From an optimization exercise on the open Yosys and OpenROAD flow, aimed at small area, a short achievable clock period and few clock cycles; shortcuts taken in it are not production practice. In this exercise RTL edits were held to simulation tests only and were not proved equivalent to the original. No activity file was given, so power comes from the tool's default toggle rates.

==> flow/flow/run.sh <==
#!/bin/bash
set -euo pipefail
bash standard.sh SETUP_SLACK_MARGIN=6.9 \
  "BUFFER_PORTS_ARGS=-buffer_cell sky130_fd_sc_hd__buf_1" finish > standard.log 2>&1
==> flow/standard.sh <==
#!/bin/bash
# synth_recipe.tcl (not shown) runs the flow's synth.tcl, then flattens the netlist and writes it again
# the make line also repeats each setting of config.mk as NAME=value (left out here)
make -C /OpenROAD-flow-scripts/flow DESIGN_CONFIG=/design/flow/config.mk WORK_HOME=/design/flow/orfs CLKGATE_MAP_FILE= SYNTH_SCRIPT=/design/flow/synth_recipe.tcl "${@:-finish}"
==> flow/config.mk <==
export PLATFORM = sky130hd
export DESIGN_NAME = kn4_anchor_sum
export DESIGN_NICKNAME = kn4_anchor_sum
export VERILOG_FILES = /design/flow/design.v
export SDC_FILE = /design/flow/constraint.sdc
export NUM_CORES = 4
export LEC_CHECK = 0
export ABC_AREA = 1
export CAP_MARGIN = 20
export CORE_MARGIN = 2
export CORE_UTILIZATION = 55
export CTS_CLUSTER_DIAMETER = 100
export CTS_CLUSTER_SIZE = 20
export PLACE_DENSITY = 0.6
export SLEW_MARGIN = 20
==> flow/constraint.sdc <==
create_clock -name core_clock -period 12.0 [get_ports {clk}]
set_input_delay 2.4000 -clock core_clock [delete_from_list [all_inputs] [get_ports {clk}]]
set_output_delay 2.4000 -clock core_clock [all_outputs]
set_load 0.01 [all_outputs]
==> flow/design.v <==
module anchor_cvt_in (
    input  wire [31:0] x,         
    input  wire [8:0]  dsh9,      
    input  wire        bad,       
    output wire [38:0] m,         
    output wire        nan,       
    output wire        pinf,      
    output wire        ninf,      
    output wire        nv,        
    output wire        loss,      
    output wire [7:0]  code,      
    output wire        xnan       
);
    wire        sgn  = x[31];
    wire [7:0]  ex   = x[30:23];
    wire [22:0] fr   = x[22:0];
    wire        ex_max  = (ex == 8'hFF);
    wire        ex_zero = (ex == 8'd0);
    wire        fr_zero = (fr == 23'd0);
    wire        is_nan  = ex_max & ~fr_zero;
    wire        is_inf  = ex_max & fr_zero;
    wire        is_zero = ex_zero & fr_zero;
    wire        fin_nz  = ~ex_max & ~is_zero;
    wire [7:0]  eeff = ex_zero ? 8'd1 : ex;
    wire [23:0] sig  = {~ex_zero, fr};
    wire        uncov = dsh9[8];
    wire [7:0]  dsh  = dsh9[7:0];
    wire        big  = (dsh >= 8'd39);
    wire [38:0] sh = {sig, 15'd0} >> dsh[5:0];
    assign m = big ? 39'd0 : sh;
    reg  [63:0] sigrev;
    integer i;
    always @*
        for (i = 0; i < 64; i = i + 1)
            sigrev[i] = (i >= 40) ? sig[63 - i] : 1'b0;
    wire [5:0]  tzr;
    anchor_lzc64 u_tz (.x(sigrev), .p(tzr));
    wire [5:0]  tz   = 6'd63 - tzr;
    wire        lost = (dsh > ({2'd0, tz} + 8'd15));
    assign nan  = bad | is_nan | (fin_nz & uncov);
    assign pinf = is_inf & ~sgn;
    assign ninf = is_inf & sgn;
    assign nv   = bad | (is_nan & ~fr[22]) | (fin_nz & uncov);
    assign loss = ~bad & fin_nz & ~uncov & lost;
    assign code = fin_nz ? eeff : 8'd0;
    assign xnan = is_nan;
endmodule
module anchor_cvt_out (
    input  wire        clk,
    input  wire [47:0] q,         
    input  wire [7:0]  tcode,     
    input  wire [46:0] q2,        
    input  wire [2:0]  rnd,       
    output reg  [31:0] y,         
    output wire        zero,      
    output wire        of,
    output wire        nx
);
    localparam [2:0] RNE = 3'd0, RTZ = 3'd1, RU = 3'd2, RD = 3'd3, RNA = 3'd4;
    wire        sgn1 = q[47];
    wire [46:0] x1   = q[46:0] ^ {47{sgn1}};
    wire [5:0]  pp;
    wire [5:0]  tzr;                
    reg  [63:0] qrev;
    integer i;
    always @*
        for (i = 0; i < 64; i = i + 1)
            qrev[i] = (i >= 17) ? q[63 - i] : 1'b0;
    anchor_lzc64 u_p  (.x({16'd0, x1, sgn1}), .p(pp));
    anchor_lzc64 u_tz (.x(qrev), .p(tzr));
    wire [5:0]  tz1 = 6'd63 - tzr;              
    wire [8:0]  nlim  = 9'd40  - {1'b0, tcode};    
    wire [9:0]  olim  = 10'd294 - {2'd0, tcode};   
    wire        nrm1  = nlim[8] | ({3'd0, pp} >= nlim);
    wire        ovf1  = (olim[9:6] == 4'd0) & ({4'd0, pp} >= olim);
    wire [5:0]  sub   = nlim[8] ? 6'd0 : nlim[5:0];
    wire [5:0]  sa1   = nrm1 ? pp : sub;           
    wire [7:0]  eb1   = {2'd0, pp} + tcode - 8'd39;
    wire [6:0]  tz26  = {1'b0, tz1} + 7'd26;
    wire        st1   = (tz26 <= {1'b0, pp}) | (tz26 <= {1'b0, sub});
    reg [5:0]  sa;
    reg [7:0]  eb;
    reg        normal, ovf0, sgn, zr, s, top;
    always @(posedge clk) begin
        sa     <= sa1;
        eb     <= eb1;
        top    <= nrm1 & (eb1 == 8'hFE);    
        normal <= nrm1;
        ovf0   <= ovf1;
        sgn    <= sgn1;
        zr     <= (q == 48'd0);
        s      <= st1;
    end
    wire [72:0] sh = {q2, 26'd0} >> sa;
    wire [24:0] w  = sh[25:1] ^ {25{sgn}};
    wire [23:0] mx = w[24:1];
    wire        gx = w[0];
    wire        fz = sgn & ~s;
    wire        g  = gx ^ fz;
    wire        fix = fz & gx;             
    reg up;
    always @* begin
        case (rnd)
            RNE:     up = g & (s | mx[0]);
            RU:      up = ~sgn & (g | s);
            RD:      up = sgn & (g | s);
            RNA:     up = g;
            default: up = 1'b0;
        endcase
    end
    wire [30:0] base  = normal ? {eb, mx[22:0]} : {7'd0, mx};
    wire [30:0] base1 = base + 31'd1;
    wire        inc   = fix | up;
    wire [30:0] rsum  = inc ? base1 : base;
    wire        ovf   = ovf0 | (top & inc & (&mx[22:0]));
    always @* begin
        if (ovf) begin
            case (rnd)
                RTZ:     y = {sgn, 31'h7F7F_FFFF};
                RU:      y = sgn ? 32'hFF7F_FFFF : 32'h7F80_0000;
                RD:      y = sgn ? 32'hFF80_0000 : 32'h7F7F_FFFF;
                default: y = {sgn, 31'h7F80_0000};
            endcase
        end else begin
            y = {sgn, rsum};
        end
    end
    assign zero = zr;
    assign of   = ovf;
    assign nx   = ovf | g | s;
endmodule
module anchor_lzc64 (
    input  wire [63:0] x,
    output wire [5:0]  p
);
    reg [31:0] v1, p1;
    reg [15:0] v2; reg [31:0] p2;
    reg [7:0]  v3; reg [23:0] p3;
    reg [3:0]  v4; reg [15:0] p4;
    reg [1:0]  v5; reg [9:0]  p5;
    reg [5:0]  p6;
    integer i;
    always @* begin
        for (i = 0; i < 32; i = i + 1) begin
            v1[i] = x[2*i+1] | x[2*i];
            p1[i] = x[2*i+1];
        end
        for (i = 0; i < 16; i = i + 1) begin
            v2[i] = v1[2*i+1] | v1[2*i];
            p2[2*i +: 2] = v1[2*i+1] ? {1'b1, p1[2*i+1]} : {1'b0, p1[2*i]};
        end
        for (i = 0; i < 8; i = i + 1) begin
            v3[i] = v2[2*i+1] | v2[2*i];
            p3[3*i +: 3] = v2[2*i+1] ? {1'b1, p2[2*(2*i+1) +: 2]} : {1'b0, p2[2*(2*i) +: 2]};
        end
        for (i = 0; i < 4; i = i + 1) begin
            v4[i] = v3[2*i+1] | v3[2*i];
            p4[4*i +: 4] = v3[2*i+1] ? {1'b1, p3[3*(2*i+1) +: 3]} : {1'b0, p3[3*(2*i) +: 3]};
        end
        for (i = 0; i < 2; i = i + 1) begin
            v5[i] = v4[2*i+1] | v4[2*i];
            p5[5*i +: 5] = v4[2*i+1] ? {1'b1, p4[4*(2*i+1) +: 4]} : {1'b0, p4[4*(2*i) +: 4]};
        end
        p6 = v5[1] ? {1'b1, p5[9:5]} : {1'b0, p5[4:0]};
    end
    assign p = p6;
endmodule
module kn4_anchor_sum (
    input  wire        clk,
    input  wire        rst,           
    input  wire        in_valid,
    output reg         in_ready,
    input  wire [31:0] in_data,       
    input  wire        in_last,       
    input  wire [15:0] in_rec,        
    input  wire [2:0]  in_rnd,        
    output reg         out_valid,
    input  wire        out_ready,
    output reg  [31:0] out_data,      
    output reg  [3:0]  out_flags,     
    output reg  [8:0]  out_loss,      
    output reg  [47:0] out_sum,       
    output reg  [15:0] out_rec        
);
    localparam [47:0] NAN_MARK  = 48'h8000_0000_0000;
    localparam [47:0] NINF_MARK = 48'h8000_0000_0001;
    localparam [47:0] PINF_MARK = 48'h7FFF_FFFF_FFFF;
    wire take = in_valid & in_ready;
    reg  first_n;                   
    reg  a_done;                    
    reg  o_occ;                     
    reg  o_cvt;                     
    reg  stall;                     
    wire xfer     = a_done & ~o_occ;
    wire o_deliv  = out_valid & out_ready;
    wire [7:0] rexp = in_rec[15:8];
    reg  [7:0] e_tcode;
    reg        e_bad, e_binv;
    reg  [2:0] e_rnd;
    always @(posedge clk)
        if (take & first_n) begin
            e_tcode <= (rexp == 8'd0) ? 8'd1 : rexp;
            e_bad   <= in_rec[7] | (rexp == 8'hFF);
            e_binv  <= in_rec[5] & in_rec[4];
            e_rnd   <= in_rnd;
        end
    wire [7:0] tc_now   = first_n ? ((rexp == 8'd0) ? 8'd1 : rexp) : e_tcode;
    wire [7:0] eeff_now = (in_data[30:23] == 8'd0) ? 8'd1 : in_data[30:23];
    reg        i_valid, i_last, i_first;
    reg [31:0] i_x;
    reg [8:0]  i_dsh;
    always @(posedge clk) begin
        if (rst)
            i_valid <= 1'b0;
        else if (~stall)
            i_valid <= take;
        if (~stall) begin
            i_x     <= in_data;
            i_last  <= in_last;
            i_first <= first_n;
            i_dsh   <= {1'b0, tc_now} - {1'b0, eeff_now};
        end
    end
    wire [38:0] c_m;
    wire        c_nan, c_pinf, c_ninf, c_nv, c_loss, c_xnan;
    wire [7:0]  c_code;
    anchor_cvt_in u_in (
        .x(i_x), .dsh9(i_dsh), .bad(e_bad),
        .m(c_m), .nan(c_nan), .pinf(c_pinf), .ninf(c_ninf),
        .nv(c_nv), .loss(c_loss), .code(c_code), .xnan(c_xnan)
    );
    wire        c_sgn = i_x[31];
    reg [47:0] a_num;
    reg        a_nan, a_pinf, a_ninf, a_nv, a_nx, a_xnan;
    reg [8:0]  a_loss;
    reg [7:0]  a_cexp;
    reg [7:0]  a_tcode;
    reg [2:0]  a_rnd;
    wire [47:0] a_base = i_first ? 48'd0 : a_num;
    wire [47:0] addend = {{9{c_sgn}}, c_m ^ {39{c_sgn}}};
    wire [47:0] a_sum  = a_base + addend + {47'd0, c_sgn};
    wire [7:0]  cexp_b = i_first ? 8'd0 : a_cexp;
    always @(posedge clk) begin
        if (rst)
            a_done <= 1'b0;
        else if (~stall)
            a_done <= i_valid & i_last;
        if (~stall & i_valid) begin
            a_num  <= a_sum;
            a_nan  <= (~i_first & a_nan)  | c_nan;
            a_pinf <= (~i_first & a_pinf) | c_pinf;
            a_ninf <= (~i_first & a_ninf) | c_ninf;
            a_nv   <= (~i_first & a_nv)   | c_nv | (i_first & e_binv);
            a_nx   <= (~i_first & a_nx)   | c_loss;
            a_xnan <= (~i_first & a_xnan) | c_xnan;
            a_loss <= (i_first ? 9'd0 : a_loss) + {8'd0, c_loss};
            a_cexp <= (c_code > cexp_b) ? c_code : cexp_b;
            if (i_first) begin
                a_tcode <= e_tcode;
                a_rnd   <= e_rnd;
            end
        end
    end
    wire a_isnan  = a_nan | (a_pinf & a_ninf);
    wire a_ispinf = ~a_isnan & a_pinf;
    wire a_isninf = ~a_isnan & a_ninf;
    wire a_spec   = a_nan | a_pinf | a_ninf;
    wire [31:0] y;
    wire        y_zero, y_of, y_nx;
    reg  [2:0]  o_rnd;
    reg         o_spec, o_nan, o_pinf;
    reg         o_nv, o_nx;
    anchor_cvt_out u_out (
        .clk(clk), .q(a_num), .tcode(a_tcode), .q2(out_sum[46:0]), .rnd(o_rnd),
        .y(y), .zero(y_zero), .of(y_of), .nx(y_nx)
    );
    wire        y_fin = ~o_spec & ~y_zero;
    wire a_done_n = stall | (i_valid & i_last);
    wire o_occ_n  = xfer | (o_occ & ~o_deliv);
    always @(posedge clk) begin
        if (rst) begin
            o_occ     <= 1'b0;
            o_cvt     <= 1'b0;
            out_valid <= 1'b0;
            first_n   <= 1'b1;
            stall     <= 1'b0;
            in_ready  <= 1'b1;
        end else begin
            if (take)
                first_n <= in_last;
            o_occ <= o_occ_n;
            o_cvt <= xfer;
            if (o_deliv)
                out_valid <= 1'b0;
            if (o_cvt)
                out_valid <= 1'b1;
            stall <= a_done_n & o_occ_n;
            in_ready <= ~(a_done_n & o_occ_n);
        end
        if (xfer) begin
            out_sum  <= a_isnan  ? NAN_MARK :
                        a_ispinf ? PINF_MARK :
                        a_isninf ? NINF_MARK : a_num;
            out_loss <= a_loss;
            out_rec  <= {a_cexp, 1'b0, a_xnan, a_pinf, a_ninf, 4'd0};
        end
        o_rnd  <= a_rnd;
        o_spec <= a_spec;
        o_nan  <= a_isnan;
        o_pinf <= a_ispinf;
        o_nv   <= a_nv;
        o_nx   <= a_nx;
        if (o_cvt) begin
            out_data  <= o_spec ? (o_nan ? 32'h7FC0_0000 :
                                   o_pinf ? 32'h7F80_0000 : 32'hFF80_0000) :
                         y_zero ? 32'h0000_0000 : y;
            out_flags <= {o_nv, y_fin & y_of, 1'b0, o_nx | (y_fin & y_nx)};
        end
    end
endmodule
==> out/metrics.cfg, run 1 <==
[status]
outcome = finished clean

[setup_path]
cp.required_ps = 12330
crit_chain = inv_6, nor3_1, o21ai_0, nand2_1, nor2_4, inv_2, nor2_4, inv_2, o22ai_1, xor2_1, ha_1, nand2_1, nor2_1, inv_1, nor3_1, inv_1, nor4_1, a21oi_1, o21ai_1, a21boi_2, o21bai_2, a21oi_1, xnor2_1
crit_fanout = 28
startpoint = i_dsh[2]
cp_slowest_stage_delay_ps = 510
cp_top_family = compound AO/OA/AOI/OAI gates
cp_slowest_cell = edfxtp_1
r2r_cells = 23
cp.arrival_ps = 5170
critical_path_buf_inv_count = 5
r2r_end = a_num[46]
startpoint_type = flop
worstReg2RegStart = i_dsh[2]
worstSetupEndpointType = flop
rrSetupSlack_ps = 7160
worstSetupPathType = reg2reg

[logic_synthesis]
synth_area_leaders = edfxtp_1 (32%), nand2_1 (12%), nand3_1 (8.9%)
synth_seq_cells = 277
yosys_warnings = 4
syn_area_per_cell_um2 = 7.116
netlist_area_mm2 = 0.02293
synthCells = 3223
yosys-top-cells-count = nand2_1 (719), nand3_1 (406), inv_1 (386)
synth_edf_count = 241
synth_most_common_cell = nand2_1
ys.flop_type = edfxtp_1
async_flop_share_pct = 0
yosysSeqAreaShare_pct = 34.70
ys_types = 61
synth_top_cell_by_area = edfxtp_1
synth_top_area_share_pct = 31.55

[hold_path]
min_to = o_rnd[2]
hp-class = reg2reg
hp-start = a_rnd[2]
min_delay_path_depth = 0

[clocking]
cts_sinks = 277
cts_tree = built
numCtsBuffers = 19
clk_latency_ps = 550
max-clock-path-buffers = 3
cts_root_buf = clkbuf_16
clk_pin_slew_ps = 80
htree_num_levels = 1

[floorplanning]
coreArea_mm2 = 0.04102
io_pins = 167
die_h_um = 208.2
dieArea_mm2 = 0.04335
start_util_pct = 55.91
die_x_um = 208.2
num_rows = 74

[routing]
routed_via_density = 5.887
dr.pass1.iters = 9
ant_nets = 0
drt_iter0_drc = 2574
routed_wl_um = 72840
dr_total_vias = 22765
drc = 0
wire_per_inst_um = 18.84

[timing]
setup_viol = 0
tns_ps = 0
slew_violations = 0
fin_crit_ps = 4844
max_freq_mhz = 206.5
rsz0062_at_grt = yes
max_slew.worst_pin.slew_ps = 1086
fin_crit_sh_pct = 40.36
hold_viol_final = 0
maxSlewHeadroom_pct = 27.53
fin_ws_ps = 7156
fin_worst_skew_ps = 30.71

[place]
port_buffers = 155
gp_congestion = 1.005
place_hpwl_um = 57380
place_area_mm2 = 0.02374
place_ws_ps = 5567

[run]
cap_violations = 0

[power_and_ir_drop]
power.density_mw_per_mm2 = 128.1
vdd_ir_drop_max_v = 0.0001517
power_leakage_nw = 10.86
finalPower_w = 0.003157

[global_route]
grt_max_degree = 72
grt_usage_pct = 32.71
grt_pass1_vias = 21050
grt_overflow = 0
antenna_found_initial = 0
grt_pass1_wl_um = 112800

[final_layout]
drive_gt1_share_pct = 5.247
num_antenna_cells = 0
syn2layout_area_growth_pct = 7.441
fin_area_mm2 = 0.02464
nNetsFinal = 3500

[how the worst max path moves through the flow]
stage | to | cells after the start | slack [ps]
floorplan | a_loss[8] | 28 | 7480
global placement | a_num[46] | 23 | 5700
detailed placement | a_num[46] | 23 | 5570
CTS | a_num[46] | 25 | 6900
global route | a_loss[8] | 28 | 6760
finish | a_num[46] | 23 | 7160
[layer usage]
metal	vias to the layer above	wire length [µm]	global-route usage (%)
li1	11069	-	-
met4	0	2999	12.70
met2	956	34060	54.57
met1	10580	30840	43.65
met5	-	0	0
met3	160	4939	3.819
[report_power, final]
part / internal, W / switching [W]
registers: 0.00114 / 0.0000574
clock network: 0.000302 / 0.000342
logic: 0.000407 / 0.000913
total: 0.00184 / 0.00131
[through the flow]
step,instances,utilization [%],hold WS [ps]
floorplan,3228,-,323.3
global placement,3809,57.87,325.4
detailed placement,3809,57.87,326.9
CTS,3849,59.51,348.8
global route,3867,60.08,362.1
finish,3867,60.08,349.4
[kinds of logic after synthesis]
kind of cell | after synthesis | share of synthesized area, %
fa+ha+maj | 118 | 6.536
simple gates | 1610 | 30.23
compound gates | 552 | 13.84
xor+xnor | 112 | 4.310
other cells | 1 | 0.01635
mux | 22 | 0.9602
buf+inv | 531 | 9.411
flops | 277 | 34.70
[what timing repair did]
| item | CTS | global route |
|---|---|---|
| pin swaps | 0 | 4 |
| setup buffers | 9 | 18 |
| endpoints found under the setup margin | 42 | 22 |
| cloned | 1 | 0 |
| gates resized for setup | 15 | 30 |
| hold buffers | 0 | 0 |
[cell type report]
cell class | instances | area [µm²]
clock inverters | 5 | 57.56
repair buffers | 203 | 955.9
flip-flops and latches | 277 | 7959
inverters | 404 | 1536
clock buffers | 25 | 498.0
multi-input cells | 2420 | 12960
well taps | 532 | 665.6
repair inverters | 1 | 7.507
fillers | 3862 | 16380
[worst register-to-register path, stage by stage (launching register included)]
cell,delay [ps]
edfxtp_1,510
inv_6,240
nor3_1,80
o21ai_0,160
nand2_1,130
nor2_4,180
inv_2,150
nor2_4,210
inv_2,140
o22ai_1,240
xor2_1,140
ha_1,430
nand2_1,120
nor2_1,130
inv_1,60
nor3_1,200
inv_1,80
nor4_1,200
a21oi_1,180
o21ai_1,290
a21boi_2,140
o21bai_2,240
a21oi_1,130
xnor2_1,280
[placed cells by master (no fill, tap or decap), drive strengths merged, types with 4 or more instances in the layout]
| master | Yosys | routed |
|---|---|---|
| a211oi | 4 | 4 |
| a21boi | 4 | 4 |
| a21o | 7 | 7 |
| a21oi | 205 | 205 |
| a221oi | 4 | 4 |
| a31oi | 30 | 30 |
| buf | 73 | 203 |
| clkbuf | 54 | 25 |
| clkinv | 4 | 5 |
| conb | 1 | 6 |
| dfxtp | 36 | 36 |
| edfxtp | 241 | 241 |
| ha | 115 | 115 |
| inv | 400 | 402 |
| mux2i | 22 | 22 |
| nand2 | 734 | 734 |
| nand3 | 416 | 416 |
| nand3b | 12 | 12 |
| nand4 | 45 | 45 |
| nor2 | 357 | 357 |
| nor3 | 28 | 28 |
| nor4 | 12 | 12 |
| o211ai | 18 | 18 |
| o21a | 22 | 22 |
| o21ai | 212 | 212 |
| o21bai | 6 | 6 |
| o221ai | 10 | 10 |
| o22ai | 10 | 10 |
| o32ai | 4 | 4 |
| or2 | 4 | 4 |
| xnor2 | 21 | 21 |
| xor2 | 91 | 91 |
[state kept, by name, indices dropped and copies added (netlist names), 6 cells and up]
signal and cells:
a_num 48, out_sum 48, i_x 32, out_data 32, out_rec 11, a_loss 9, i_dsh 9, out_loss 9
a_cexp 8, a_tcode 8, e_tcode 8, u_out.eb 8, u_out.sa 6
Testbench counts, summed over its fixed seeds: cycles 18,203.
==> run 2: changes to the inputs <==
--- a/flow/config.mk
+++ b/flow/config.mk
@@ -8,8 +8,8 @@
 export ABC_AREA = 1
 export CAP_MARGIN = 20
 export CORE_MARGIN = 2
-export CORE_UTILIZATION = 55
+export CORE_UTILIZATION = 70
 export CTS_CLUSTER_DIAMETER = 100
 export CTS_CLUSTER_SIZE = 20
-export PLACE_DENSITY = 0.6
+export PLACE_DENSITY = 0.75
 export SLEW_MARGIN = 20
==> run 2 against run 1 <==
Net effect:
- still clean on timing, DRC and antenna
- maximum frequency decreased by 4.8%
- worst hold slack better by 4.7 ps
- sequential share of layout area grew 0.36 points
- final cell count down 2.7%
- critical path depth up 5
- setup slack got worse by 240 ps
- via count up 7.2%
- routed wire length up 2.2%
- sequential power hardly changed
- register-to-register slack got worse by 240 ps
- critical path type unchanged
- largest cell class unchanged
==> out/metrics.cfg, run 2 <==
[status]
outcome = finished clean

[global_route]
use_met3_pct = 6.213
busiest_layer = met2
grt_pass1_wl_um = 113500
antenna_found_initial = 0
grt_overflow = 0
grt_pass1_vias = 22192
grt_max_degree = 72
use_met1_pct = 52.88
grt_usage_pct = 42.16
grt_util_met2_pct = 68.61

[logic_synthesis]
synth_most_common_cell = nand2_1
yosys_warnings = 4
yosysSeqAreaShare_pct = 34.70
synth_area_leaders = edfxtp_1 (32%), nand2_1 (12%), nand3_1 (8.9%)
netlist_area_mm2 = 0.02293
ys.flop_type = edfxtp_1
syn_area_per_cell_um2 = 7.116
synth_top_cell_by_area = edfxtp_1
yosys-top-cells-count = nand2_1 (719), nand3_1 (406), inv_1 (386)
ys_types = 61
synth_top_area_share_pct = 31.55
synthCells = 3223
synth_edf_count = 241
synth_seq_cells = 277
async_flop_share_pct = 0

[routing]
routed_via_density = 6.486
dr_total_vias = 24415
wire_per_inst_um = 19.77
drc = 0
ant_nets = 0
routed_wl_um = 74410
drt_iter0_drc = 4001
dr.pass1.iters = 8

[final_layout]
final_cell_count_no_fill = 3764
drive_gt1_share_pct = 4.818
syn2layout_area_growth_pct = 6.225
nNetsFinal = 3488
mostFrequentLayoutCell = nand2_1
mostFrequentLayoutCells = nand2_1 (718), nand3_1 (405), inv_1 (382)
top_regs = a_num (48), out_sum (48)
fillers = 2406

[power_and_ir_drop]
power.density_mw_per_mm2 = 128.1
vdd_ir_drop_max_v = 0.0001444
power_leakage_nw = 10.76

[timing]
maxSlewHeadroom_pct = 26.17
tns_ps = 0
slew_violations = 0
hold_viol_final = 0
fin_crit_ps = 5086
setup_viol = 0
rsz0062_at_grt = yes
fin_ws_ps = 6914
fin_crit_sh_pct = 42.38
max_slew.worst_pin.slew_ps = 1103
fin_worst_skew_ps = 21.67
max_freq_mhz = 196.6
timing.hold.ws_ps = 354.1

[floorplanning]
start_util_pct = 70.85
num_rows = 66
dieArea_mm2 = 0.03423
io_pins = 167
die_x_um = 185.0
die_h_um = 185.0
coreArea_mm2 = 0.03237

[clocking]
hold_buffers = 0
clk_latency_ps = 530
numCtsBuffers = 17
cts_root_buf = clkbuf_16
cts_tree = built
clk_pin_slew_ps = 90
max-clock-path-buffers = 3
htree_num_levels = 1
cts_sinks = 277

[place]
place_hpwl_um = 54780
gp_congestion = 1.036
port_buffers = 155
placed_cells = 3715
place_ws_ps = 5611

[setup_path]
rrSetupSlack_ps = 6910
r2r_cells = 28
startpoint_type = flop
cp.arrival_ps = 5350
worstReg2RegStart = i_x[3]
r2r_end = a_loss[8]
worstSetupPathType = reg2reg
cp_slowest_cell = edfxtp_1
crit_fanout = 5
cp_slowest_stage_delay_ps = 470
cp.required_ps = 12270
worstSetupEndpointType = flop

[hold_path]
min_delay_path_depth = 0
hp-class = reg2reg
min_to = o_rnd[2]
hp-start = a_rnd[2]

[run]
cap_violations = 0

## run 2: cell types whose count changed in the layout (fill, tap and decap cells not counted), sizes merged
cell | before | now
inv | 402 | 398
diode | 0 | 1
clkinv | 5 | 6
buf | 203 | 193
clkbuf | 25 | 24
## run 2: power by group
group / leakage (nW) / internal (W) / switching (W)
registers: 2.59 / 0.00114 / 0.0000616
clock network: 0.227 / 0.000267 / 0.000317
logic: 7.94 / 0.000405 / 0.000937
total: 10.8 / 0.00181 / 0.00132
## run 2: cell families after synthesis
group,share of synthesized area (%)
AOI/OAI and AO/OA,13.84
xor gates and xnor gates,4.310
adders and majority gates,6.536
buffers and inverters,9.411
DFF,34.70
muxes,0.9602
other,0.01635
and+or+nand+nor,30.23
## run 2: what timing repair did
action / CTS / global route
gates resized for setup: 13 / 30
cloned: 1 / 0
buffers inserted: 9 / 12
setup endpoints to repair: 45 / 18
pin swaps: 0 / 6
## run 2: worst max-delay path: cells and delay by family (launching register included)
family	cells	cell delay [ps]
simple gates	15	2490
xor+xnor	2	270
buf+inv	4	320
flops	1	470
compound gates	4	560
fa+ha+maj	3	720
## run 2: worst max path at each step
stage	from	cells past startpoint	slack (ps)	to
6_report	i_x[3]	28	6910	a_loss[8]
5_1_grt	i_x[3]	28	6630	a_loss[8]
4_1_cts	i_dsh[0]	24	6870	a_num[46]
3_5_place_dp	i_dsh[0]	24	5610	a_num[46]
3_3_place_gp	i_dsh[0]	24	5850	a_num[46]
2_1_floorplan	i_x[5]	28	7480	a_loss[8]
## run 2: routing by layer
metal	up-vias	routed length [µm]	part of all wire (%)
met5	-	0	0
met4	0	5726	7.7
met3	477	8022	11
met2	1909	33920	46
met1	10993	26740	36
li1	11036	-	-
## run 2: area by class of cell
| class | instances | area, µm² | area share [%] |
|---|---|---|---|
| clock buffers | 24 | 455.4 | 1.869 |
| repair inverters | 1 | 7.507 | 0.03082 |
| inverters | 404 | 1534 | 6.297 |
| clock inverters | 2 | 12.51 | 0.05136 |
| multi-input cells | 2420 | 12960 | 53.19 |
| repair buffers | 193 | 880.8 | 3.616 |
| well taps | 442 | 553.0 | 2.270 |
| diodes | 1 | 2.502 | 0.01027 |
| flip-flops and latches | 277 | 7958 | 32.66 |
## run 2: stage by stage
step | utilization [%] | area [µm²] | total power (W)
after floorplan | - | 22950 | 0.002138
after global placement | 72.88 | 23590 | 0.002400
after detailed placement | 72.88 | 23590 | 0.002442
after CTS | 74.72 | 24190 | 0.003027
after global routing | 75.25 | 24360 | 0.003269
final | 75.26 | 24360 | 0.003122
==> run 3: changes to the inputs <==
==> flow/flow/run.sh (replaced) <==
#!/bin/bash
set -euo pipefail
bash standard.sh SETUP_SLACK_MARGIN=7.1 \
  "BUFFER_PORTS_ARGS=-buffer_cell sky130_fd_sc_hd__buf_1" finish > standard.log 2>&1
--- a/flow/config.mk
+++ b/flow/config.mk
@@ -8,8 +8,8 @@
 export ABC_AREA = 1
 export CAP_MARGIN = 20
 export CORE_MARGIN = 2
-export CORE_UTILIZATION = 70
+export CORE_UTILIZATION = 55
 export CTS_CLUSTER_DIAMETER = 100
 export CTS_CLUSTER_SIZE = 20
-export PLACE_DENSITY = 0.75
+export PLACE_DENSITY = 0.6
 export SLEW_MARGIN = 20
==> run 3 against run 2 <==
Net effect:
- register-to-register slack improved by 380 ps
- setup slack improved by 380 ps
- power increased by 1.2%
- maximum frequency increased by 8.2%
- sequential power about the same
- combinational power about the same
- global-route usage decreased by 9.4 points
- core utilization decreased by 15 points
- cell area increased by 1.5%
- routed wire length decreased by 2.2%
- via count decreased by 6.5%
==> out/metrics.cfg, run 3 <==
[final_layout]
num_antenna_cells = 0
fin_util_pct = 60.28
fin_area_mm2 = 0.02473
mostFrequentLayoutCells = nand2_1 (717), nand3_1 (403), inv_1 (381)
syn2layout_area_growth_pct = 7.807
nNetsFinal = 3505
top_regs = a_num (48), out_sum (48)
mostFrequentLayoutCell = nand2_1
final_cell_count_no_fill = 3872
drive_gt1_share_pct = 5.689

[routing]
wire_per_inst_um = 18.80
dr_total_vias = 22839
ant_nets = 0
dr.pass1.iters = 9
routed_wl_um = 72780
drc = 0
drt_iter0_drc = 2449
routed_via_density = 5.899

[clocking]
htree_num_levels = 1
max-clock-path-buffers = 3
cts_root_buf = clkbuf_16
cts_tree = built
clk_latency_ps = 550
numCtsBuffers = 19
clk_pin_slew_ps = 80
cts_sinks = 277

[logic_synthesis]
synthCells = 3223
synth_area_leaders = edfxtp_1 (32%), nand2_1 (12%), nand3_1 (8.9%)
synth_top_area_share_pct = 31.55
netlist_area_mm2 = 0.02293
yosys_warnings = 4
synth_most_common_cell = nand2_1
synth_edf_count = 241
synth_top_cell_by_area = edfxtp_1
yosys-top-cells-count = nand2_1 (719), nand3_1 (406), inv_1 (386)
synth_seq_cells = 277
async_flop_share_pct = 0
ys_types = 61
yosysSeqAreaShare_pct = 34.70
ys.flop_type = edfxtp_1
syn_area_per_cell_um2 = 7.116

[hold_path]
hp-class = reg2reg

[timing]
fin_crit_sh_pct = 39.19
maxSlewHeadroom_pct = 27.82
max_slew.worst_pin.slew_ps = 1079
hold_viol_final = 0
slew_violations = 0
setup_viol = 0
rsz0062_at_grt = yes
max_freq_mhz = 212.7
tns_ps = 0
fin_worst_skew_ps = 28.53
fin_crit_ps = 4702

[setup_path]
cp.required_ps = 12300
worstSetupPathType = reg2reg
worstSetupEndpointType = flop
cp_slowest_stage_delay_ps = 420
startpoint_type = flop
cp_slowest_cell = edfxtp_1
critical_path_buf_inv_count = 4
cp_top_family = simple AND/OR/NAND/NOR gates
crit_fanout = 4
cpMostUsedCell = inv_1
cp.arrival_ps = 5000

[global_route]
grt_pass1_wl_um = 112800
grt_usage_pct = 32.71
grt_overflow = 0
grt_pass1_vias = 21106
grt_max_degree = 72
antenna_found_initial = 0

[power_and_ir_drop]
vdd_ir_drop_max_v = 0.0001521
power_leakage_nw = 10.89
power.density_mw_per_mm2 = 127.8

[status]
outcome = finished clean

[place]
placed_cells = 3809
place_area_mm2 = 0.02374
gp_congestion = 1.005
place_hpwl_um = 57380
port_buffers = 155

[floorplanning]
start_util_pct = 55.91
dieArea_mm2 = 0.04335
die_x_um = 208.2
die_h_um = 208.2
io_pins = 167
coreArea_mm2 = 0.04102
num_rows = 74

[run]
cap_violations = 0

==> run 3: final timing paths <==
| path | startpoint | end | slack, ps | cells after the start |
|---|---|---|---|---|
| setup reg to reg | i_x[3] | a_loss[8] | 7300 | 28 |
| setup / recovery | i_x[3] | a_loss[8] | 7300 | 28 |
| hold / removal | a_rnd[2] | o_rnd[2] | 350 | 0 |
| hold reg to reg | a_rnd[2] | o_rnd[2] | 350 | 0 |
==> run 3: timing repair <==
action / 4_1_cts / 5_1_grt
gates resized for setup: 22 / 40
buffers inserted: 11 / 21
gates cloned: 1 / 0
hold buffers: 0 / 0
setup endpoints to repair: 54 / 55
pin swaps: 1 / 9
==> run 3: kinds of logic after synthesis <==
logic type	after synthesis	share of synthesized area [%]
XOR/XNOR	112	4.310
AO/OA/AOI/OAI	552	13.84
multiplexers	22	0.9602
flip-flops	277	34.70
other	1	0.01635
buffers and inverters	531	9.411
adder cells (fa/ha/maj)	118	6.536
AND/OR/NAND/NOR	1610	30.23
==> run 3: worst register-to-register path: cells and delay by family (launching register included) <==
| family | cells | cell delay, ps |
|---|---|---|
| fa+ha+maj | 4 | 890 |
| simple gates | 14 | 2080 |
| flops | 1 | 420 |
| xor+xnor | 2 | 180 |
| buf+inv | 4 | 340 |
| compound gates | 4 | 580 |
==> run 3: routing by layer <==
metal / part of all wire [%] / wire [µm] / GRT usage (%) / vias to the layer above
li1: - / - / - / 11087
met1: 42 / 30490 / 43.49 / 10530
met2: 46 / 33750 / 54.32 / 1042
met3: 7.2 / 5218 / 3.879 / 180
met4: 4.6 / 3324 / 13.59 / 0
met5: 0 / 0 / 0 / -
==> run 3: area by class of cell <==
cell class / count / area (µm²)
Clock buffer: 25 / 498.0
Clock inverter: 5 / 57.56
Fill cell: 3860 / 16290
Inverter: 404 / 1536
Multi-Input combinational cell: 2420 / 13000
Sequential cell: 277 / 7959
Tap cell: 532 / 665.6
Timing Repair Buffer: 208 / 997.2
Timing Repair inverter: 1 / 7.507
==> run 3: per-stage QoR <==
step	setup slack, ps	power [W]	hold WS [ps]
2_1_floorplan	7480	0.002138	323.3
3_3_place_gp	5695	0.002444	325.4
3_5_place_dp	5567	0.002463	326.9
4_1_cts	7069	0.003123	348.8
5_1_grt	6897	0.003351	362.1
6_report	7298	0.003159	348.2
==> run 3: report_power, final <==
| group | internal (W) | switching (W) | leakage (nW) | total [W] |
|---|---|---|---|---|
| Combinational | 0.000409 | 0.000914 | 8.02 | 0.00132 |
| Sequential | 0.00114 | 0.0000569 | 2.59 | 0.00119 |
| Clock | 0.000302 | 0.000342 | 0.271 | 0.000644 |
| Total | 0.00185 | 0.00131 | 10.9 | 0.00316 |
==> run 4: changes to the inputs <==
==> flow/flow/run.sh (replaced) <==
#!/bin/bash
set -euo pipefail
bash standard.sh SETUP_SLACK_MARGIN=7.3 \
  "BUFFER_PORTS_ARGS=-buffer_cell sky130_fd_sc_hd__buf_1" finish > standard.log 2>&1
==> run 4 against run 3 <==
Net effect:
- still clean
- maximum frequency increased by 3.4%
- cell area increased by 0.78%
- synthesized cell count unchanged
- power increased by 0.77%
==> out/metrics.cfg, run 4 <==
[hold_path]
min_delay_path_depth = 0
hp-class = reg2reg
min_to = o_rnd[2]
hp-start = a_rnd[2]

[timing]
tns_ps = 0
fin_crit_sh_pct = 37.91
fin_worst_skew_ps = 29.28
hold_viol_final = 0
timing.hold.ws_ps = 349.6
rsz0062_at_grt = yes
maxSlewHeadroom_pct = 27.76
fin_ws_ps = 7451
max_slew.worst_pin.slew_ps = 1082
slew_violations = 0
setup_viol = 0
max_freq_mhz = 219.8
fin_crit_ps = 4549

[clocking]
cts_sinks = 277
hold_buffers = 0
clk_pin_slew_ps = 80
clk_latency_ps = 550
max-clock-path-buffers = 3
htree_num_levels = 1
cts_root_buf = clkbuf_16
numCtsBuffers = 19
cts_tree = built

[logic_synthesis]
async_flop_share_pct = 0
netlist_area_mm2 = 0.02293
synth_top_cell_by_area = edfxtp_1
ys_types = 61
synth_most_common_cell = nand2_1
yosys_warnings = 4
synth_edf_count = 241
synth_area_leaders = edfxtp_1 (32%), nand2_1 (12%), nand3_1 (8.9%)
ys.flop_type = edfxtp_1
yosysSeqAreaShare_pct = 34.70
syn_area_per_cell_um2 = 7.116
synth_seq_cells = 277
synthCells = 3223
synth_top_area_share_pct = 31.55
yosys-top-cells-count = nand2_1 (719), nand3_1 (406), inv_1 (386)

[final_layout]
top_regs = a_num (48), out_sum (48)
mostFrequentLayoutCells = nand2_1 (716), nand3_1 (402), inv_1 (379)
fillers = 3839
mostFrequentLayoutCell = nand2_1
syn2layout_area_growth_pct = 8.647
drive_gt1_share_pct = 6.591
num_antenna_cells = 0
fin_util_pct = 60.75
nNetsFinal = 3518

[power_and_ir_drop]
power_leakage_nw = 10.99
swShare_pct = 41.69
power.density_mw_per_mm2 = 127.8
p_int_w = 0.001857
vdd_ir_drop_max_v = 0.0001526
power_frac_comb_pct = 42.3
p_clk_share_pct = 20.3
power_switching_w = 0.001327
seqPwrFrac_pct = 37.5

[setup_path]
rrSetupSlack_ps = 7450
cp.arrival_ps = 4850
worstReg2RegStart = i_x[0]
cp.required_ps = 12300
r2r_end = a_loss[6]
cp_slowest_cell = edfxtp_1
startpoint_type = flop
r2r_cells = 28
crit_fanout = 4
cp_slowest_stage_delay_ps = 480
worstSetupPathType = reg2reg
worstSetupEndpointType = flop

[routing]
ant_nets = 0
dr_total_vias = 22923
drt-met1-wl_um = 30860
routed_via_density = 5.900
drc = 0
drt_iter0_drc = 2508
dr.pass1.iters = 7
routed_wl_um = 73690
dr_wl_met2_um = 34340
met3_length_um = 5061
dr.max_layer_used = met4
wire_per_inst_um = 18.97

[status]
outcome = finished clean

[global_route]
grt_overflow = 0
grt_max_degree = 72
grt_usage_pct = 32.85
grt_pass1_wl_um = 113300
antenna_found_initial = 0
grt_pass1_vias = 21196

[place]
gp_congestion = 1.005
place_hpwl_um = 57380
place_ws_ps = 5567
port_buffers = 155

[floorplanning]
die_x_um = 208.2
io_pins = 167
num_rows = 74
dieArea_mm2 = 0.04335
start_util_pct = 55.91
die_h_um = 208.2
coreArea_mm2 = 0.04102

[run]
cap_violations = 0

[run 4: final cells by class]
cell class | instances | area [µm²] | area share (%)
Multi-Input combinational cell | 2420 | 13070 | 52.44
Sequential cell | 277 | 7959 | 31.94
Inverter | 404 | 1544 | 6.196
Timing Repair Buffer | 220 | 1115 | 4.474
Tap cell | 532 | 665.6 | 2.671
Clock buffer | 25 | 498.0 | 1.998
Clock inverter | 5 | 57.56 | 0.2310
Timing Repair inverter | 2 | 11.26 | 0.04519
[run 4: stage by stage]
step	power, W	instances	cell area, µm²
4_1_cts	0.003130	3860	24530
3_5_place_dp	0.002463	3809	23740
3_3_place_gp	0.002444	3809	23740
5_1_grt	0.003371	3885	24920
2_1_floorplan	0.002138	3228	22950
6_report	0.003184	3885	24920
[run 4: how the worst max path moves through the flow]
stage,from,to,depth (start not counted)
floorplan,i_x[5],a_loss[8],28
global placement,i_dsh[1],a_num[46],23
detailed placement,i_dsh[1],a_num[46],23
CTS,u_out.sa[0],out_data[23],24
global route,i_x[0],a_loss[8],28
finish,i_x[0],a_loss[6],28
[run 4: repair_timing]
action	in CTS	in global routing
cloned	2	1
endpoints found under the setup margin	59	72
pin swaps	6	17
buffers inserted	19	24
hold endpoints to repair	0	0
gates resized for setup	28	68
[run 4: worst max-delay path: cells and delay by family (launching register included)]
family / cells / cell delay [ps]
flops: 1 / 480
fa+ha+maj: 4 / 890
xor+xnor: 2 / 230
simple gates: 14 / 1850
buf+inv: 4 / 410
compound gates: 4 / 500
[run 4: cell families (layout without fill, tap and decap cells)]
family / Yosys count / in the layout / synth area share (%)
and+or+nand+nor: 1610 / 1610 / 30.23
AOI/OAI and AO/OA: 552 / 552 / 13.84
buffers and inverters: 531 / 656 / 9.411
DFF: 277 / 277 / 34.70
adders and majority gates: 118 / 118 / 6.536
xor gates and xnor gates: 112 / 112 / 4.310
muxes: 22 / 22 / 0.9602
other: 1 / 6 / 0.01635
[run 4: layer usage]
layer / up-vias / track usage (%)
met1: 10671 / 43.77
met5: - / 0
met3: 186 / 3.819
met2: 968 / 54.56
met4: 0 / 13.50
li1: 11098 / -
[run 4: power groups by stage]
stage	Combinational [W]	Clock [W]	Sequential [W]
final	0.00135	0.000645	0.00119
after global routing	0.00149	0.000685	0.00120
after CTS	0.00129	0.000654	0.00119
after detailed placement	0.00124	0	0.00123
after global placement	0.00122	0	0.00123
after floorplan	0.000947	0	0.00119
==> run 5: changes to the inputs <==
==> flow/flow/run.sh (replaced) <==
#!/bin/bash
set -euo pipefail
bash standard.sh SETUP_SLACK_MARGIN=7.9 \
  "BUFFER_PORTS_ARGS=-buffer_cell sky130_fd_sc_hd__buf_1" finish > standard.log 2>&1
==> run 5 against run 4 <==
Net effect:
- still clean on timing, DRC and antenna
- power rose by 8.5%
- critical path depth did not move
- via count rose by 4.9%
- combinational power rose by 22%
- sequential share of layout area fell by 3.2 points
- core utilization rose by 6.9 points
- cell area rose by 11%
- sequential cell count did not move
- register-to-register slack improved by 30 ps
==> out/metrics.cfg, run 5 <==
[status]
outcome = finished clean

[setup_path]
startpoint_type = flop
cp_top_family = simple AND/OR/NAND/NOR gates
cp.required_ps = 12280
cp.arrival_ps = 4790
cpMostUsedCell = nand3_2
critical_path_buf_inv_count = 4
cp_slowest_stage_delay_ps = 420
worstSetupPathType = reg2reg
cp_slowest_cell = edfxtp_1
worstSetupEndpointType = flop
crit_fanout = 3

[final_layout]
fillers = 3359
seq_area_mm2 = 0.007963
drive_gt1_share_pct = 18.10
multi_input_area_mm2 = 0.01472
top_regs = a_num (48), out_sum (48)
fin_area_mm2 = 0.02774
nNetsFinal = 3642
mostFrequentLayoutCells = nand2_1 (694), nand3_1 (394), inv_1 (355)
syn2layout_area_growth_pct = 20.93
mostFrequentLayoutCell = nand2_1

[place]
place_area_mm2 = 0.02380
port_buffers = 155
gp_congestion = 1.002
place_hpwl_um = 56560

[timing]
hold_viol_final = 0
fin_worst_skew_ps = 31.94
slew_violations = 0
rsz0062_at_grt = yes
max_freq_mhz = 221.3
fin_crit_ps = 4518
timing.hold.ws_ps = 346.1
maxSlewHeadroom_pct = 36.92
max_slew.worst_pin.slew_ps = 940.4
fin_crit_sh_pct = 37.65
tns_ps = 0
setup_viol = 0

[global_route]
antenna_found_initial = 0
grt_overflow = 0
grt_usage_pct = 33.19
grt_pass1_wl_um = 114800
grt_pass1_vias = 21582
grt_max_degree = 72

[logic_synthesis]
async_flop_share_pct = 0
synth_edf_count = 241
syn_area_per_cell_um2 = 7.116
synth_top_cell_by_area = edfxtp_1
yosys-top-cells-count = nand2_1 (719), nand3_1 (406), inv_1 (386)
synth_area_leaders = edfxtp_1 (32%), nand2_1 (12%), nand3_1 (8.9%)
synth_top_area_share_pct = 31.55
ys.flop_type = edfxtp_1
netlist_area_mm2 = 0.02293
synthCells = 3223
yosysSeqAreaShare_pct = 34.70
synth_most_common_cell = nand2_1
synth_seq_cells = 277
yosys_warnings = 4
ys_types = 61

[floorplanning]
io_pins = 167
die_h_um = 208.2
die_x_um = 208.2
dieArea_mm2 = 0.04335
coreArea_mm2 = 0.04102
num_rows = 74
start_util_pct = 55.91

[routing]
drt_iter0_drc = 2857
dr_total_vias = 24036
routed_wl_um = 78260
dr.pass1.iters = 9
routed_via_density = 5.996
ant_nets = 0
wire_per_inst_um = 19.52
drc = 0

[clocking]
cts_root_buf = clkbuf_16
clk_pin_slew_ps = 80
cts_sinks = 277
htree_num_levels = 1
cts_tree = built
max-clock-path-buffers = 3
numCtsBuffers = 18
clk_latency_ps = 530

[hold_path]
hp-class = reg2reg

[power_and_ir_drop]
p_clk_share_pct = 17.7
vdd_ir_drop_max_v = 0.0001284
power_frac_comb_pct = 47.6
power_leakage_nw = 11.88
power.density_mw_per_mm2 = 124.6
p_int_w = 0.002014
swShare_pct = 41.73
seqPwrFrac_pct = 34.6
power_switching_w = 0.001442

[run]
cap_violations = 0

-- run 5: cell counts after synthesis --
Identical to the previous run, type by type.
-- run 5: final cells by class --
type	count	area share, %
Antenna cell	1	0.009022
Clock buffer	25	1.795
Clock inverter	3	0.1083
Inverter	404	5.747
Multi-Input combinational cell	2421	53.06
Sequential cell	277	28.71
Tap cell	532	2.400
Timing Repair Buffer	344	8.129
Timing Repair inverter	2	0.04060
-- run 5: what timing repair did --
action / CTS / global route
setup endpoints to repair: 104 / 98
endpoints found under the hold margin: 0 / 0
gates resized for setup: 178 / 378
gates cloned: 3 / 4
pin swaps: 56 / 112
buffers inserted: 78 / 86
hold buffers: 0 / 0
-- run 5: power groups by stage --
stage / Clock [W] / Sequential, W / Combinational (W)
after floorplan: 0 / 0.00119 / 0.000951
after global placement: 0 / 0.00123 / 0.00121
after detailed placement: 0 / 0.00123 / 0.00123
after CTS: 0.000621 / 0.00119 / 0.00137
after global routing: 0.000655 / 0.00120 / 0.00178
final: 0.000612 / 0.00120 / 0.00165
-- run 5: worst paths after layout --
path,startpoint,to,slack (ps),cells past startpoint
hold / removal,a_rnd[2],o_rnd[2],350,0
hold reg to reg,a_rnd[2],o_rnd[2],350,0
setup / recovery,i_x[5],a_loss[8],7480,28
setup reg to reg,i_x[5],a_loss[8],7480,28
-- run 5: routing by layer --
metal  GRT usage, %  vias to the layer above  wire, µm
met5              0                        -         0
met4          13.62                        0      4189
met3          3.215                      241      5737
met2          55.68                     1205     36670
met1          44.17                    11244     31670
li1               -                    11346         -
-- run 5: per-stage QoR --
stage	instances	power, W	setup WS [ps]	util (%)
CTS	3918	0.003183	7646	62.33
finish	4009	0.003456	7482	67.62
detailed placement	3809	0.002458	6229	58.01
global placement	3809	0.002440	6307	58.01
global route	4008	0.003640	7188	67.61
floorplan	3228	0.002142	7776	-
-- run 5: kinds of logic after synthesis --
logic type      Yosys count  synth area share (%)
mux                      22                0.9602
buf+inv                 531                 9.411
other cells               1               0.01635
fa+ha+maj               118                 6.536
compound gates          552                 13.84
flops                   277                 34.70
simple gates           1610                 30.23
xor+xnor                112                 4.310
-- run 5: worst reg2reg max path, delay by kind of cell, from the launching register on --
kind                     cells  cell delay [ps]
adder cells (fa/ha/maj)      3              750
flip-flops                   1              420
XOR/XNOR                     2              240
buffers and inverters        4              330
AND/OR/NAND/NOR             15             1970
AO/OA/AOI/OAI                4              580
==> run 6: changes to the inputs <==
==> flow/flow/run.sh (replaced) <==
#!/bin/bash
set -euo pipefail
bash standard.sh SETUP_SLACK_MARGIN=7.6 \
  "BUFFER_PORTS_ARGS=-buffer_cell sky130_fd_sc_hd__buf_1" finish > standard.log 2>&1
==> run 6 against run 5 <==
Net effect:
- sequential cell count is the same
- final cell count shrank 2.0%
- sequential power is essentially flat
- global-route usage grew 0.24 points
- highest routed layer unchanged
==> out/metrics.cfg, run 6 <==
[timing]
setup_viol = 0
hold_viol_final = 0
rsz0062_at_grt = yes
fin_crit_ps = 4691
max_slew.worst_pin.slew_ps = 1096
maxSlewHeadroom_pct = 26.65
fin_crit_sh_pct = 39.10
fin_worst_skew_ps = 16.53
max_freq_mhz = 213.2
tns_ps = 0
slew_violations = 0

[setup_path]
r2r_end = a_loss[6]
cp.required_ps = 12280
worstSetupEndpointType = flop
worstSetupPathType = reg2reg
critical_path_depth = 28
cp_slowest_stage_delay_ps = 450
cp.arrival_ps = 4970
rrSetupSlack_ps = 7310
cp_slowest_cell = edfxtp_1
critical_path_buf_inv_count = 5
crit_fanout = 3
startpoint_type = flop
worstReg2RegStart = i_x[2]
cp_top_family = simple AND/OR/NAND/NOR gates
r2r_cells = 28

[final_layout]
fin_area_mm2 = 0.02577
syn2layout_area_growth_pct = 12.35
num_antenna_cells = 0
top_regs = a_num (48), out_sum (48)
mostFrequentLayoutCell = nand2_1
drive_gt1_share_pct = 10.18
nNetsFinal = 3561
mostFrequentLayoutCells = nand2_1 (710), nand3_1 (402), inv_1 (373)

[logic_synthesis]
synth_xor_area_share_pct = 4.310
muxShareOfSynthArea_pct = 0.9602
synth_top_cell_by_area = edfxtp_1
synth-simple-area-share_pct = 30.23
synth_seq_cells = 277
syn_area_per_cell_um2 = 7.116
synth_area_leaders = edfxtp_1 (32%), nand2_1 (12%), nand3_1 (8.9%)
synth_fa_ha_area_share_pct = 6.536
synth_compound_area_share_pct = 13.84
async_flop_share_pct = 0
netlist_area_mm2 = 0.02293
synth_top_family_by_area = simple AND/OR/NAND/NOR gates
ys_types = 61
synth_top_area_share_pct = 31.55
yosys_warnings = 4
synth_most_common_cell = nand2_1
synth_edf_count = 241
ys.flop_type = edfxtp_1
yosys-top-cells-count = nand2_1 (719), nand3_1 (406), inv_1 (386)
yosysSeqAreaShare_pct = 34.70
synthCells = 3223

[global_route]
grt_max_degree = 72
grt_pass1_vias = 21316
grt_pass1_wl_um = 115400
grt_usage_pct = 33.43
grt_overflow = 0
antenna_found_initial = 0

[routing]
ant_nets = 0
dr.pass1.iters = 7
routed_wl_um = 76760
drt_iter0_drc = 2929
drc = 0
dr_total_vias = 23376
routed_via_density = 5.948
wire_per_inst_um = 19.53

[clocking]
clk_pin_slew_ps = 80
numCtsBuffers = 17
clk_latency_ps = 530
cts_sinks = 277
cts_tree = built
hold_buffers = 0
cts_root_buf = clkbuf_16
max-clock-path-buffers = 3
htree_num_levels = 1

[floorplanning]
start_util_pct = 55.91
num_rows = 74
dieArea_mm2 = 0.04335
die_h_um = 208.2
coreArea_mm2 = 0.04102
die_x_um = 208.2
io_pins = 167

[power_and_ir_drop]
power_leakage_nw = 11.25
vdd_ir_drop_max_v = 0.0001273
power.density_mw_per_mm2 = 126.2

[place]
place_area_mm2 = 0.02374
port_buffers = 155
gp_congestion = 1.002
place_hpwl_um = 57330

[run]
cap_violations = 0

[status]
outcome = finished clean

[hold_path]
hp-start = a_rnd[1]
hp-class = reg2reg
min_delay_path_depth = 0
min_to = o_rnd[1]

run 6: changes by cell type in the layout (fill, tap and decap cells not counted), sizes merged:
cell	before	now
clkinvlp	5	4
inv	393	398
clkinv	11	5
diode	1	0
buf	339	261
clkbuf	30	32
run 6: timing repair:
action	4_1_cts	5_1_grt
setup endpoints to repair	101	90
resized for setup	83	169
buffers inserted	35	49
pin swaps	12	43
gates cloned	2	5
run 6: worst reg2reg max path, delay by kind of cell, from the launching register on:
kind / cells / cell delay [ps]
AOI/OAI and AO/OA: 4 / 540
DFF: 1 / 450
and+or+nand+nor: 14 / 1970
xor gates and xnor gates: 2 / 310
adders and majority gates: 3 / 750
buffers and inverters: 5 / 430
run 6: report_power, final:
part | internal, W | switching, W | leakage, nW | total [W]
Sequential | 0.00114 | 0.0000592 | 2.59 | 0.00119
Combinational | 0.000478 | 0.000990 | 8.42 | 0.00147
Clock | 0.000276 | 0.000315 | 0.234 | 0.000591
Total | 0.00189 | 0.00136 | 11.2 | 0.00325
run 6: layout make-up:
class / instances / area (µm²)
timing repair buffer: 264 / 1534
sequential: 277 / 7960
multi-input combinational: 2421 / 13550
clock buffer: 29 / 480.5
clock inverter: 1 / 8.758
tap: 532 / 665.6
inverter: 404 / 1558
timing repair inverter: 2 / 11.26
fill: 3651 / 15250
run 6: cell families after synthesis:
| logic type | Yosys count |
|---|---|
| AND/OR/NAND/NOR | 1610 |
| AO/OA/AOI/OAI | 552 |
| buffers and inverters | 531 |
| flip-flops | 277 |
| adder cells (fa/ha/maj) | 118 |
| XOR/XNOR | 112 |
| multiplexers | 22 |
| other | 1 |
run 6: through the flow:
| step | total power, W | utilization [%] | worst slack, ps | cells | hold slack, ps |
|---|---|---|---|---|---|
| 4_1_cts | 0.003102 | 60.42 | 7555 | 3875 | 348.5 |
| 2_1_floorplan | 0.002139 | - | 7573 | 3228 | 323.3 |
| 5_1_grt | 0.003432 | 62.82 | 7081 | 3930 | 356.9 |
| 3_3_place_gp | 0.002446 | 57.87 | 5663 | 3808 | 325.3 |
| 6_report | 0.003252 | 62.82 | 7309 | 3930 | 351.9 |
| 3_5_place_dp | 0.002468 | 57.87 | 5597 | 3808 | 329.3 |
run 6: worst max path at each step:
stage	from	endpoint
final	i_x[2]	a_loss[6]
after global routing	i_x[5]	a_loss[8]
after CTS	i_dsh[0]	a_num[42]
after detailed placement	i_dsh[1]	a_num[42]
after global placement	i_dsh[1]	a_num[42]
after floorplan	i_x[5]	a_loss[8]
run 6: metal layers:
layer | GRT usage [%] | wire length [µm]
met1 | 44.34 | 31400
met2 | 55.95 | 35530
met3 | 3.411 | 5415
met4 | 14.09 | 4407
met5 | 0 | 0
==> run 7: changes to the inputs <==
--- a/flow/design.v
+++ b/flow/design.v
@@ -76,22 +76,24 @@
     wire [5:0]  sub   = nlim[8] ? 6'd0 : nlim[5:0];
     wire [5:0]  sa1   = nrm1 ? pp : sub;           
     wire [7:0]  eb1   = {2'd0, pp} + tcode - 8'd39;
-    wire [6:0]  tz26  = {1'b0, tz1} + 7'd26;
-    wire        st1   = (tz26 <= {1'b0, pp}) | (tz26 <= {1'b0, sub});
+    wire [9:0]  tlim  = 10'd293 - {2'd0, tcode};
+    wire        top1  = nrm1 & ({4'd0, pp} == tlim);
     reg [5:0]  sa;
     reg [7:0]  eb;
-    reg        normal, ovf0, sgn, zr, s, top;
+    reg [5:0]  tz;
+    reg        normal, ovf0, sgn, zr, top;
     always @(posedge clk) begin
         sa     <= sa1;
         eb     <= eb1;
-        top    <= nrm1 & (eb1 == 8'hFE);    
+        tz     <= tz1;
+        top    <= top1;
         normal <= nrm1;
         ovf0   <= ovf1;
         sgn    <= sgn1;
-        zr     <= (q == 48'd0);
-        s      <= st1;
+        zr     <= (pp == 6'd0) & ~sgn1;   
     end
     wire [72:0] sh = {q2, 26'd0} >> sa;
+    wire        s  = ({1'b0, tz} + 7'd26 <= {1'b0, sa});
     wire [24:0] w  = sh[25:1] ^ {25{sgn}};
     wire [23:0] mx = w[24:1];
     wire        gx = w[0];
==> flow/flow/run.sh (replaced) <==
#!/bin/bash
set -euo pipefail
bash standard.sh SETUP_SLACK_MARGIN=6.9 \
  "BUFFER_PORTS_ARGS=-buffer_cell sky130_fd_sc_hd__buf_1" finish > standard.log 2>&1
==> run 7 against run 6 <==
Net effect:
- sequential share of layout area increased by 1.8 points
- maximum frequency decreased by 3.4%
- final cell count is 1.9% lower
- largest cell class unchanged
- critical endpoint is now a_num[42]
- area after synthesis up 0.11%
- sequential power is essentially flat
- largest power group unchanged
- worst hold slack better by 9.6 ps
- combinational power shrank 14%
- via count down 2.6%
==> out/metrics.cfg, run 7 <==
[floorplanning]
die_x_um = 208.3
coreArea_mm2 = 0.04102
io_pins = 167
die_h_um = 208.3
start_util_pct = 55.98
dieArea_mm2 = 0.04340
num_rows = 74

[logic_synthesis]
yosysSeqAreaShare_pct = 35.10
synth_area_leaders = edfxtp_1 (32%), nand2_1 (12%), nand3_1 (9.7%)
synth_top_cell_by_area = edfxtp_1
yosys_warnings = 4
ys_types = 60
ys.flop_type = edfxtp_1
async_flop_share_pct = 0
synth_seq_cells = 282
syn_area_per_cell_um2 = 7.139
synth_top_area_share_pct = 31.52
netlist_area_mm2 = 0.02296
synth_edf_count = 241
synth_most_common_cell = nand2_1
synthCells = 3216
yosys-top-cells-count = nand2_1 (742), nand3_1 (447), inv_1 (369)

[timing]
fin_worst_skew_ps = 18.36
setup_viol = 0
maxSlewHeadroom_pct = 29.82
tns_ps = 0
rsz0062_at_grt = yes
fin_crit_ps = 4858
max_slew.worst_pin.slew_ps = 1051
fin_crit_sh_pct = 40.48
timing.hold.ws_ps = 361.5
slew_violations = 0
hold_viol_final = 0
max_freq_mhz = 205.8

[place]
gp_congestion = 1.019
place_hpwl_um = 57190
port_buffers = 155

[power_and_ir_drop]
power_leakage_nw = 10.92
power_switching_w = 0.001264
seqPwrFrac_pct = 39.1
swShare_pct = 40.85
power_frac_comb_pct = 40.7
p_int_w = 0.001830
power.density_mw_per_mm2 = 125.7
vdd_ir_drop_max_v = 0.0001199
finalPower_w = 0.003093
p_clk_share_pct = 20.3

[final_layout]
syn2layout_area_growth_pct = 7.210
top_regs = a_num (48), out_sum (48)
fillers = 3861
nNetsFinal = 3481
mostFrequentLayoutCell = nand2_1
num_antenna_cells = 0
drive_gt1_share_pct = 5.146
mostFrequentLayoutCells = nand2_1 (740), nand3_1 (447), inv_1 (365)

[run]
cap_violations = 0

[setup_path]
worstSetupEndpointType = flop
crit_chain = clkinv_2, nor2_1, nand2_1, o221ai_1, xor2_1, fa_1, nand3_1, nand2_1, a21oi_1, o21ai_2, a21oi_2, inv_1, a21oi_2, o221ai_1, a31oi_1, xnor2_1
cp.arrival_ps = 5120
cp_slowest_stage_delay_ps = 570
cp_slowest_cell = nor2_1
cp.required_ps = 12260
startpoint_type = flop
worstSetupPathType = reg2reg
crit_fanout = 24

[global_route]
grt_pass1_vias = 20901
grt_overflow = 0
grt_usage_pct = 32.26
grt_pass1_wl_um = 112000
antenna_found_initial = 0
grt_max_degree = 72

[clocking]
cts_sinks = 282
clk_pin_slew_ps = 80
cts_tree = built
hold_buffers = 0
numCtsBuffers = 18
clk_latency_ps = 520
htree_num_levels = 1
cts_root_buf = clkbuf_16
max-clock-path-buffers = 3

[routing]
dr_total_vias = 22775
drc = 0
ant_nets = 0
wire_per_inst_um = 18.87
dr.pass1.iters = 7
routed_via_density = 5.908
drt_iter0_drc = 2558
routed_wl_um = 72730

[hold_path]
hp-class = reg2reg

[status]
outcome = finished clean

-- run 7: cell types whose count changed after synthesis, sizes merged, moves of 11 or more --
| cell | change |
|---|---|
| a21oi | +11 |
| inv | -19 |
| nand2 | +27 |
| nand3 | +34 |
| nand4 | +12 |
| nor2 | -41 |
| o21ai | -28 |
| o31ai | +12 |
| xor2 | +13 |
-- run 7: layout make-up --
cell class | instances | area (µm²) | area share (%)
well taps | 532 | 665.6 | 2.704
repair buffers | 200 | 930.9 | 3.782
clock buffers | 29 | 513.0 | 2.084
multi-input cells | 2419 | 12930 | 52.52
repair inverters | 1 | 5.005 | 0.02033
flip-flops and latches | 282 | 8059 | 32.74
clock inverters | 3 | 26.28 | 0.1067
inverters | 389 | 1486 | 6.039
-- run 7: kinds of logic after synthesis --
| logic type | Yosys count | synth area share, % |
|---|---|---|
| other | 1 | 0.01633 |
| XOR/XNOR | 119 | 4.572 |
| adder cells (fa/ha/maj) | 114 | 6.311 |
| buffers and inverters | 521 | 9.335 |
| flip-flops | 282 | 35.10 |
| AO/OA/AOI/OAI | 533 | 13.40 |
| multiplexers | 16 | 0.6975 |
| AND/OR/NAND/NOR | 1630 | 30.57 |
-- run 7: final timing paths --
| path | start | endpoint | slack (ps) | cells after the start |
|---|---|---|---|---|
| min | a_rnd[0] | o_rnd[0] | 360 | 0 |
| max reg2reg | i_dsh[3] | a_num[42] | 7140 | 16 |
| min reg2reg | a_rnd[0] | o_rnd[0] | 360 | 0 |
| max | i_dsh[3] | a_num[42] | 7140 | 16 |
-- run 7: timing repair --
item                                    4_1_cts  5_1_grt
gates cloned                                  0        2
endpoints found under the setup margin       81       60
setup buffers                                 7       15
gates resized for setup                      23       30
pin swaps                                     2        5
-- run 7: worst max-delay path: cells and delay by family, from the launching register on --
kind            cells  cell delay, ps
compound gates      7            1850
buf+inv             2             430
flops               1             510
fa+ha+maj           1             480
simple gates        4             950
xor+xnor            2             360
-- run 7: through the flow --
step / worst slack [ps] / area [µm²] / std cells / util [%]
floorplan: 7379 / 22980 / 3221 / -
global placement: 5895 / 23740 / 3799 / 57.87
detailed placement: 5767 / 23740 / 3799 / 57.88
CTS: 6880 / 24410 / 3838 / 59.51
global route: 6855 / 24610 / 3855 / 60.01
finish: 7142 / 24610 / 3855 / 60.01
-- run 7: per-layer routing --
layer	share of wire [%]	track usage, %
met1	42	43.21
met2	47	54.64
met3	6.5	2.974
met4	4.2	11.54
met5	0	0
-- run 7: power by group through the flow --
| stage | Combinational (W) | Clock (W) | Sequential [W] |
|---|---|---|---|
| 2_1_floorplan | 0.000897 | 0 | 0.00121 |
| 3_3_place_gp | 0.00115 | 0 | 0.00124 |
| 3_5_place_dp | 0.00117 | 0 | 0.00124 |
| 4_1_cts | 0.00120 | 0.000634 | 0.00121 |
| 5_1_grt | 0.00139 | 0.000661 | 0.00122 |
| 6_report | 0.00126 | 0.000627 | 0.00121 |
Testbench counts of run 7, summed over its fixed seeds: cycles 18,203.

-- separate check: timing with driven ports --
Ports are ideal in the flow. The routed layouts listed here were re-timed in OpenROAD. Step 1, drivers: a clkbuf_16 drives clk and a buf_2 each remaining input, both assumed. Step 2 times the ports against the registers' clock, not the clock port: input delays grow and output delays shrink by t, the midpoint of the rising clock arrivals with the driver on. Three values: no drivers, after step 1, after step 2; two values: the first two.
run	t (ns)	slack for setup (ns)	hold slack, ns	worst register clock-pin slew, ns
run 1	0.591	7.156 / 7.156 / 6.875	0.349 / 0.349 / 0.349	0.09 / 0.09
run 2	0.573	6.914 / 6.914 / 6.851	0.354 / 0.354 / 0.354	0.10 / 0.10
run 3	0.593	7.298 / 7.298 / 6.871	0.348 / 0.348 / 0.348	0.09 / 0.09
run 4	0.595	7.451 / 7.451 / 6.980	0.350 / 0.350 / 0.350	0.09 / 0.09
run 5	0.568	7.482 / 7.482 / 7.304	0.346 / 0.346 / 0.346	0.09 / 0.09
run 6	0.577	7.309 / 7.309 / 7.167	0.352 / 0.352 / 0.352	0.09 / 0.09
run 7	0.573	7.142 / 7.142 / 6.903	0.361 / 0.361 / 0.361	0.09 / 0.09
After both steps every run listed still meets setup and hold. For run 4, which loses most, drivers alone change the setup slack by 0.000 ns; drivers and shift together by -0.471 ns.
